From an optimization exercise on the open Yosys and OpenROAD flow, aimed at small area; shortcuts taken in it are not production practice.
Only simulation tests tie the RTL to the original design; equivalence was not proved.
No activity file was given, so power comes from the tool's default toggle rates.

== delta ==
// lk7_g1_fetch
module lk7_g1_fetch #(
    parameter NBP = 8
) (
    input  wire               clk,
    input  wire               rst_n,           
    input  wire               fetch_valid,
    input  wire [11:0]        sched_len,
    input  wire [NBP*104-1:0] fetch_code,
    input  wire               wr_valid,
    input  wire [95:0]        wr_data,
    output reg                out_valid,
    output reg  [NBP*96-1:0]  out_word,
    output reg  [NBP*8-1:0]   out_syndrome,
    output wire [NBP-1:0]     out_corrected,
    output wire [NBP-1:0]     out_uncorrectable,
    output wire [NBP-1:0]     out_rm_fault,
    output wire [NBP-1:0]     out_rm_word,
    output wire [NBP-1:0]     out_rm_aux,
    output wire [NBP-1:0]     out_sb_fault,
    output wire [NBP*2-1:0]   out_sb_field,
    output wire [NBP-1:0]     out_pb_fault,
    output wire [NBP*3-1:0]   out_pb_class,
    output wire [NBP-1:0]     out_exec,
    output reg                wr_check_valid,
    output reg  [7:0]         wr_check
);
Size in the first run: roughly 850 flip-flops, roughly 1,900 I/O pins.
clock: 8.0 ns
lec_check: 0
cap_margin: 20
core_area: 2 2 898 148
die_area: 0 0 900 150
slew_margin: 20
run.sh (not shown) runs the stock make flow with config.mk's settings and CLKGATE_MAP_FILE= SYNTH_SCRIPT=/design/flow/synth_recipe.tcl, a recipe that flattens the netlist after the stock synthesis.
delta did not stop at any stage, and its layout met the timing, DRC and antenna checks.
diff inputs: delta => cedar
==> flow/flow/run.sh (new file) <==
#!/bin/bash
# Own layout flow: the standard layout (standard.sh), with two changes:
#  - synthesis maps with an area-oriented ABC script (flow/area.abc) and does not
#    extract half/full adders; registers and their names are those of the standard
#    synthesis (same script otherwise: synth_recipe.tcl with ORFS synth.tcl);
#    three-input XOR cells are left out of that mapping;
#  - the port buffers that global placement inserts are sky130_fd_sc_hd__buf_1;
#  - clock tree synthesis adds no dummy loads.
set -euo pipefail
W=$(pwd)
mkdir -p "$W/custom"
# ORFS synth.tcl with the final ABC call using flow/area.abc
sed 's|log_cmd abc {\*}\$abc_args|log_cmd abc -script $::env(MY_ABC_SCRIPT) {*}[lrange $abc_args 2 end] -dont_use sky130_fd_sc_hd__xor3_1 -dont_use sky130_fd_sc_hd__xor3_2 -dont_use sky130_fd_sc_hd__xor3_4 -dont_use sky130_fd_sc_hd__xnor3_1 -dont_use sky130_fd_sc_hd__xnor3_2 -dont_use sky130_fd_sc_hd__xnor3_4|' \
    "$FLOW_HOME/scripts/synth.tcl" > "$W/custom/synth.tcl"
grep -q 'MY_ABC_SCRIPT' "$W/custom/synth.tcl"
sed "s|source \$::env(SCRIPTS_DIR)/synth.tcl|source $W/custom/synth.tcl|" \
    "$W/synth_recipe.tcl" > "$W/custom/synth_recipe.tcl"
grep -q "$W/custom/synth.tcl" "$W/custom/synth_recipe.tcl"
export MY_ABC_SCRIPT="$W/flow/area.abc"
bash "$W/standard.sh" \
    "SYNTH_SCRIPT=$W/custom/synth_recipe.tcl" \
    "ADDER_MAP_FILE=" \
    "BUFFER_PORTS_ARGS=-buffer_cell sky130_fd_sc_hd__buf_1" \
    "CTS_ARGS=-sink_clustering_enable -repair_clock_nets -dont_use_dummy_load" \
    finish > "$W/flow_make.log" 2>&1
==> flow/flow/area.abc (new file) <==
&get -n
&st
&dch
&nf -a
&st
&syn2
&synch2
&nf -a
&put
==> flow/standard.sh (new file) <==
#!/bin/bash
# synth_recipe.tcl (not shown) runs the flow's synth.tcl, then flattens the netlist and writes it again
# the make line also repeats each setting of config.mk as NAME=value (left out here)
make -C /OpenROAD-flow-scripts/flow DESIGN_CONFIG=/design/flow/config.mk WORK_HOME=/design/flow/orfs CLKGATE_MAP_FILE= SYNTH_SCRIPT=/design/flow/synth_recipe.tcl "${@:-finish}"
removed: flow/run.sh
==> comparison <==
In the metrics for cedar and delta, the one carrying the higher net count of the finished layout is delta. Looking at clock tree buffer count of the final layout, cedar sits 29% below delta. Looking at number of iterations in the first detailed-routing pass, cedar sits 17 lower than delta does. Looking at first element of the critical path, the r_len[2]$_DFF_P_ result is from cedar; the r_len[5]$_DFF_P_ one comes from delta. cedar against delta: combinational share of power now sits lower; power density over cell area now sits higher; utilization now sits lower. Compare cedar and delta | met3 usage in global routing lower: delta.
Changes in sierra relative to cedar:
--- a/flow/flow/run.sh
+++ b/flow/flow/run.sh
@@ -7,3 +7,3 @@
 #  - the port buffers that global placement inserts are sky130_fd_sc_hd__buf_1;
-#  - clock tree synthesis adds no dummy loads.
+#  - clock tree synthesis adds no dummy loads and clusters at most 16 sinks within 50 um.
 set -euo pipefail
@@ -23,3 +23,3 @@
     "BUFFER_PORTS_ARGS=-buffer_cell sky130_fd_sc_hd__buf_1" \
-    "CTS_ARGS=-sink_clustering_enable -repair_clock_nets -dont_use_dummy_load" \
+    "CTS_ARGS=-sink_clustering_enable -repair_clock_nets -dont_use_dummy_load -sink_clustering_size 16 -sink_clustering_max_diameter 50" \
     finish > "$W/flow_make.log" 2>&1
==> flow/flow/area.abc <==
&get -n
&st
&dch
&nf -a -R 200
&st
&syn2
&synch2
&nf -a -R 200
&put
Findings:
Re power share of the combinational group: sierra is 0.2 points down on cedar. The relative area change from synthesis to final layout reported for sierra is smaller than that of cedar by 0.24 points. sierra completed every stage of the flow, and the final layout passed the timing, DRC and antenna checks. Compared with cedar, sierra shows post-route met1 wirelength that has gone down by a few percent. Of cedar and sierra, cedar shows the higher global-route usage, with sierra below it. Going from cedar to sierra, cell area after layout shrinks by about 0.8%.
### sierra -> pepper
Settings: DIE_AREA changed from 0 0 900 150 to 0 0 860 130; CORE_AREA changed from 2 2 898 148 to 2 2 858 128.
Results
Sort sierra and pepper by area of the die, descending, and sierra comes first.
Comparing sierra against pepper, there is no change at all in mean instance size in the synthesized netlist.
Cmp pepper vs sierra: power attributed to combinational cells lower in pepper
Sort sierra and pepper by met1 global-route usage asc -> top: sierra
pepper has arrival time at the worst endpoint below what sierra had.
Between sierra and pepper, the maximum clock rate is higher for pepper.
Compared to sierra, pepper has power share of the combinational group 0.2 points lower.
Total power in pepper vs sierra: down 2.9%
pepper ended up with o21ai_0 as its cell type of the slowest stage on the worst timing path; sierra ended up with o21ai_1.

-- port drivers added, routing unchanged --
In the flow no input, the clock included, has a driving cell. The finished layouts below were timed again as built, in two steps. Step 1 sets driving cells, clkbuf_16 on the clock port and buf_2 on the other inputs (assumed; they add their load-dependent delay and slew). Step 2 adds t to the input delays and takes it off the output delays; t is the mean of the earliest and latest rising clock arrival at the registers after step 1. Input paths then give back, and output paths get back, about the clock's delay inside the block. Slacks: ideal ports / drivers / drivers and shift; pairs: ideal ports / drivers.
run | t (ns) | slack for setup (ns) | hold WS [ns] | worst register clock-pin slew, ns | pins driven straight from the clock port
delta | 0.812 | 0.790 / 0.671 / 1.470 | 1.342 / 1.283 / 2.095 | 0.10 / 0.10 | 1
cedar | 0.800 | 0.723 / 0.603 / 1.403 | 1.029 / 0.981 / 1.781 | 0.10 / 0.10 | 1
sierra | 0.847 | 0.667 / 0.549 / 1.397 | 0.971 / 0.921 / 1.768 | 0.11 / 0.11 | 1
pepper | 0.847 | 0.912 / 0.794 / 1.640 | 0.971 / 0.876 / 1.722 | 0.10 / 0.10 | 1
After both steps every run listed still meets setup and hold.
